This design comes from an exercise in tuning for small area and a short achievable clock period on the open sky130 flow, not from production work. RTL that was checked went through simulation tests only; none was proved equivalent to the original. Power and IR drop assume default switching activity.

// le_fpu
module le_fpu (
    input  wire        clk,
    input  wire        rst,         
    input  wire        in_valid,
    input  wire [31:0] in_insn,
    input  wire [31:0] in_a,        
    input  wire [31:0] in_b,        
    output reg         out_valid,
    output reg         out_fault,   
    output reg         out_wen,     
    output reg  [4:0]  out_rd,
    output reg  [31:0] out_data
);
    wire [5:0] op   = in_insn[31:26];
    wire [4:0] f_rb = in_insn[15:11];
    wire [4:0] f_rc = in_insn[10:6];
    wire [5:0] func = in_insn[5:0];
    reg legal;
    always @(*) begin
        legal = 1'b0;
        if (op == 6'h04) begin
            case (func)
                6'h00, 6'h01, 6'h02, 6'h07, 6'h08:
                    legal = (f_rc == 5'd0);
                6'h09, 6'h0A, 6'h0B, 6'h0C, 6'h0D, 6'h0E:
                    legal = (f_rb == 5'd0) && (f_rc == 5'd0);
                default:
  ...
Settings: LEC_CHECK=0, CAP_MARGIN=20, CORE_MARGIN=2, CORE_UTILIZATION=45, SLEW_MARGIN=20, SYNTH_HIERARCHICAL=1, SYNTH_MINIMUM_KEEP_SIZE=0; clock period 16.0 ns.
standard.sh (not shown) runs the stock make flow with config.mk's settings and CLKGATE_MAP_FILE= SYNTH_SCRIPT=/design/flow/synth_recipe.tcl, a recipe that flattens the netlist after the stock synthesis.
==> flow/flow/run.sh <==
#!/bin/bash
set -euo pipefail
export SETUP_SLACK_MARGIN=${SETUP_SLACK_MARGIN:-6}
export BUFFER_PORTS_ARGS="-buffer_cell sky130_fd_sc_hd__buf_2"
bash standard.sh > run.log 2>&1
Next try:
--- a/flow/design.v
+++ b/flow/design.v
@@ -1825,18 +1825,19 @@
         .x  (s_in),
         .sh (sh_full[4:0]),
         .big(sh_full[7:5] != 3'd0),
         .w  (w),
         .stk(stk)
     );
-    wire        cfi_up = w[0] & (stk | w[1]);
-    wire [31:0] x_add  = f_add ? {1'b0, 1'b1, (a_ge ? fa : fb), 7'd0}
-                               : {31'd0, f_cfi & (sa ^ cfi_up)};
+    wire [31:0] x_add  = f_add ? {1'b0, 1'b1, (a_ge ? fa : fb), 7'd0} : 32'd0;
     wire [31:0] y_add  = {w[32:2], w[1] | (f_add & (w[0] | stk))};
     wire        inv    = f_add ? eff_sub : sa;
-    wire        cin    = f_add ? eff_sub : (f_cif & sa);
+    wire        cin    = inv;
+    wire        cfi_up  = w[0] & (stk | w[1]);
+    wire [31:0] cfi_val = w[32:1] ^ {32{sa}};
+    wire        cfi_inc = sa ^ cfi_up;
     wire [31:0] sum;
     wire        add_co;
     le_fpu_add32 u_add (
         .x   (x_add),
         .y   (y_add ^ {32{inv}}),
         .cin (cin),
@@ -1867,22 +1868,23 @@
     wire a_le_b = (sa & ~sb) | (~sa & ~sb & mag_a_le) | (sa & sb & mag_a_ge);
     wire a_ge_b = (~sa & sb) | (~sa & ~sb & mag_a_ge) | (sa & sb & mag_a_le);
     wire pick_a = ~f_mm | b_nan | (~a_nan & (f_min ? a_le_b : a_ge_b));
     wire        p_sign = pick_a ? (f_abs ? 1'b0 : (sa ^ f_neg)) : sb;
     wire [30:0] p_mag  = pick_a ? (a_zero ? 31'd0 : in_a[30:0])
                                 : (b_zero ? 31'd0 : in_b[30:0]);
-    reg        c_rnd, c_sign, c_nan, c_inf, c_zero, c_sat, c_cfi, c_mul;
+    reg        c_rnd, c_sign, c_nan, c_inf, c_zero, c_sat, c_cfi, c_inc, c_mul;
     reg [9:0]  c_exp;
     reg [31:0] c_val;
     always @(*) begin
         c_rnd  = 1'b0;
         c_nan  = 1'b0;
         c_inf  = 1'b0;
         c_zero = 1'b0;
         c_sat  = 1'b0;
         c_cfi  = 1'b0;
+        c_inc  = cfi_inc;
         c_mul  = f_mul;
         c_sign = sa;
         c_exp  = 10'd0;
         c_val  = sum;
         if (f_add) begin
             c_sign = a_ge ? sa : sb_eff;
@@ -1914,20 +1916,21 @@
             c_nan = f_mm ? (a_nan & b_nan) : a_nan;
         end else if (f_cif) begin
             c_exp = f_qif ? 10'd127 : 10'd158;
             c_rnd = 1'b1;
         end else begin
             c_cfi = 1'b1;
+            c_val = cfi_val;
             if (a_nan) begin
                 c_zero = 1'b1;
                 c_sign = 1'b0;
             end else if (a_inf | cvt_sat)
                 c_sat = 1'b1;
         end
     end
-    reg        r_rnd, r_sign, r_nan, r_inf, r_zero, r_sat, r_cfi, r_mul;
+    reg        r_rnd, r_sign, r_nan, r_inf, r_zero, r_sat, r_cfi, r_inc, r_mul;
     reg [9:0]  r_exp;
     reg [31:0] r_val;
     reg [25:0] r_mc;                     
     reg        r_valid, r_fault, r_wen;
     reg [4:0]  r_rd;
     always @(posedge clk) begin
@@ -1944,12 +1947,13 @@
         r_sign  <= c_sign;
         r_nan   <= c_nan;
         r_inf   <= c_inf;
         r_zero  <= c_zero;
         r_sat   <= c_sat;
         r_cfi   <= c_cfi;
+        r_inc   <= c_inc;
         r_mul   <= c_mul;
         r_exp   <= c_exp;
         r_val   <= c_val;
         r_mc    <= mul_c[47:22];
     end
     wire [31:0] nz;
@@ -1987,12 +1991,13 @@
     wire        ovf = top1 ? (ex_ge255 | (cy & ex_eq254))
                     : (top2 & (ex_ge256 | (cy & ex_eq255)));
     wire        ex_neg = r_exp[9];
     wire        ex_big = ~r_exp[9] & (r_exp[8:5] != 4'd0);
     wire        unf = ex_neg | (~ex_big & (cy ? (r_exp[4:0] < lz) : (r_exp[4:0] <= lz)));
     wire        val_zero = (r_val == 32'd0);
+    wire [31:0] cfi_r = r_val + {31'd0, r_inc};
     always @(*) begin
         out_valid = r_valid;
         out_fault = r_fault;
         out_wen   = r_wen;
         out_rd    = r_rd;
         if (r_nan)
@@ -2001,13 +2006,13 @@
             out_data = {r_sign, 8'hFF, 23'd0};
         else if (r_rnd & val_zero)
             out_data = 32'd0;
         else if (r_zero | (r_rnd & unf))
             out_data = {r_sign, 31'd0};
         else if (r_cfi)
-            out_data = (r_sat | (~r_sign & r_val[31])) ? {r_sign, {31{~r_sign}}} : r_val;
+            out_data = (r_sat | (~r_sign & cfi_r[31])) ? {r_sign, {31{~r_sign}}} : cfi_r;
         else if (r_rnd)
             out_data = {r_sign, e_out, m_r[22:0]};
         else
             out_data = r_val;
     end
 endmodule
The changed run ran to the end with no violations; worst hold slack improved by 14 ps; sequential power came out lower by 6.1%; routed wire length went up by 5.7%; via count increases by 7.8%; design area rose by 4.7%.
The RTL of the first run of this note was laid out without a check of its function.

le_fpu, a different RTL version from the one above (not shown whole).
Size in the first run: about 3400 cells after synthesis, about 0.031 sq mm of cells after synthesis.
==> flow/config.mk <==
export PLATFORM = sky130hd
export DESIGN_NAME = le_fpu
export DESIGN_NICKNAME = le_fpu
export VERILOG_FILES = /design/flow/design.v
export SDC_FILE = /design/flow/constraint.sdc
export NUM_CORES = 4
export LEC_CHECK = 0
export CAP_MARGIN = 20
export CORE_MARGIN = 2
export CORE_UTILIZATION = 45
export SLEW_MARGIN = 20
export SYNTH_HIERARCHICAL = 1
export SYNTH_MINIMUM_KEEP_SIZE = 0
==> flow/constraint.sdc <==
create_clock -name core_clock -period 16.0 [get_ports {clk}]
set_input_delay 3.2000 -clock core_clock [delete_from_list [all_inputs] [get_ports {clk}]]
set_output_delay 3.2000 -clock core_clock [all_outputs]
set_load 0.01 [all_outputs]
==> flow/flow/run.sh <==
#!/bin/bash
set -euo pipefail
export SETUP_SLACK_MARGIN=${SETUP_SLACK_MARGIN:-7}
export BUFFER_PORTS_ARGS="-buffer_cell sky130_fd_sc_hd__buf_2"
bash standard.sh > run.log 2>&1
Edit:
--- a/flow/design.v
+++ b/flow/design.v
@@ -2097,55 +2097,62 @@
     wire        a_ge;
     le_fpu_add31 u_cmp (
         .x   (in_a[30:0]),
         .y   (~in_b[30:0]),
         .cin (1'b1),
         .s   (cmp_d),
         .cout(a_ge)
     );
     wire a_eq = (in_a[30:0] == in_b[30:0]);
     wire        sb_eff  = sb ^ f_sub;
     wire        eff_sub = sa ^ sb_eff;
-    wire        sel_a   = ~f_add | ~a_ge;
-    wire        z_sel   = sel_a ? a_zero : b_zero;
-    wire [22:0] f_sel   = sel_a ? fa : fb;
-    wire [31:0] s_in    = f_cif ? in_a : {1'b0, ~z_sel, f_sel & {23{~z_sel}}, 7'd0};
     wire [7:0]  d_ab, d_ba;
     wire        e_ge, e_le;                          
     le_fpu_add8 u_d_ab (
         .x   (ea),
         .y   (~eb),
         .cin (1'b1),
         .s   (d_ab),
         .cout(e_ge)
     );
     le_fpu_add8 u_d_ba (
         .x   (eb),
         .y   (~ea),
         .cin (1'b1),
         .s   (d_ba),
         .cout(e_le)
     );
-    wire [7:0]  d_exp   = e_ge ? d_ab : d_ba;
     wire [8:0]  t_cvt   = (f_qfi ? 9'd126 : 9'd157) - {1'b0, ea};
     wire        cvt_sat = t_cvt[8];                      
-    wire [7:0]  sh_full = f_add ? d_exp : (f_cif ? 8'd0 : t_cvt[7:0]);
-    wire [32:0] w;
-    wire        stk;
-    le_fpu_rshift u_rshift (
-        .x  (s_in),
-        .sh (sh_full[4:0]),
-        .big(sh_full[7:5] != 3'd0),
-        .w  (w),
-        .stk(stk)
+    wire [7:0]  sh_a    = f_add ? d_ba : (f_cif ? 8'd0 : t_cvt[7:0]);
+    wire [31:0] xa_in   = f_cif ? in_a : {1'b0, ~a_zero, fa & {23{~a_zero}}, 7'd0};
+    wire [31:0] xb_in   = {1'b0, ~b_zero, fb & {23{~b_zero}}, 7'd0};
+    wire [32:0] wa, wb;
+    wire        stka, stkb;
+    le_fpu_rshift u_rshift_a (
+        .x  (xa_in),
+        .sh (sh_a[4:0]),
+        .big(sh_a[7:5] != 3'd0),
+        .w  (wa),
+        .stk(stka)
     );
+    le_fpu_rshift u_rshift_b (
+        .x  (xb_in),
+        .sh (d_ab[4:0]),
+        .big(d_ab[7:5] != 3'd0),
+        .w  (wb),
+        .stk(stkb)
+    );
+    wire        sel_a = ~f_add | ~a_ge;
+    wire [32:0] w     = sel_a ? wa : wb;
+    wire        stk   = sel_a ? stka : stkb;
     wire        cfi_up = w[0] & (stk | w[1]);
     wire [31:0] x_add  = f_add ? {1'b0, 1'b1, (a_ge ? fa : fb), 7'd0}
                                : {31'd0, f_cfi & (sa ^ cfi_up)};
     wire [31:0] y_add  = {w[32:2], w[1] | (f_add & (w[0] | stk))};
     wire        inv    = f_add ? eff_sub : sa;
     wire        cin    = f_add ? eff_sub : (f_cif & sa);
     wire [31:0] sum;
     wire        add_co;
     le_fpu_add32 u_add (
         .x   (x_add),
         .y   (y_add ^ {32{inv}}),
Total power came out higher by 6.3%.
Synthesized cell count goes up by 12%.
Core utilization is lower by 2.1 points.
Area after synthesis rose by 8.7%.
Final area rose by 4.2%.
First-iteration DRC count increases by 5.1%.
Non-clock buffer count goes down by 45.
Function not checked in the second run of this note: the RTL went through the layout flow alone.

==> port drivers added, routing unchanged <==
How much do the figures lean on ideal ports? The routed layouts below were timed once more, with nothing changed but the port constraints.
Step 1, drivers: a clkbuf_16 drives clk and a buf_2 each remaining input, both assumed.
Step 2 also shifts input and output timing later by t, the mid clock arrival at the registers, as if the neighbouring blocks saw the same clock.
Slacks: ideal ports / drivers / drivers and shift; pairs: ideal ports / drivers.
run | t, ns | setup slack, ns | latest minus earliest clock arrival (ns) | slew at the worst register clock pin (ns)
the first run of note 1 | 0.390 | 5.982 / 5.987 / 5.597 | 0.016 / 0.016 | 0.08 / 0.08
the second run of note 1 | 0.387 | 6.175 / 6.140 / 5.753 | 0.011 / 0.012 | 0.07 / 0.07
the first run of note 2 | 0.403 | 6.801 / 6.787 / 6.384 | 0.010 / 0.011 | 0.07 / 0.07
the second run of note 2 | 0.389 | 6.984 / 6.853 / 6.464 | 0.007 / 0.007 | 0.06 / 0.06
After both steps every run listed still meets setup and hold. For the second run of note 2, which loses most, drivers alone change the setup slack by -0.131 ns; drivers and shift together by -0.520 ns.
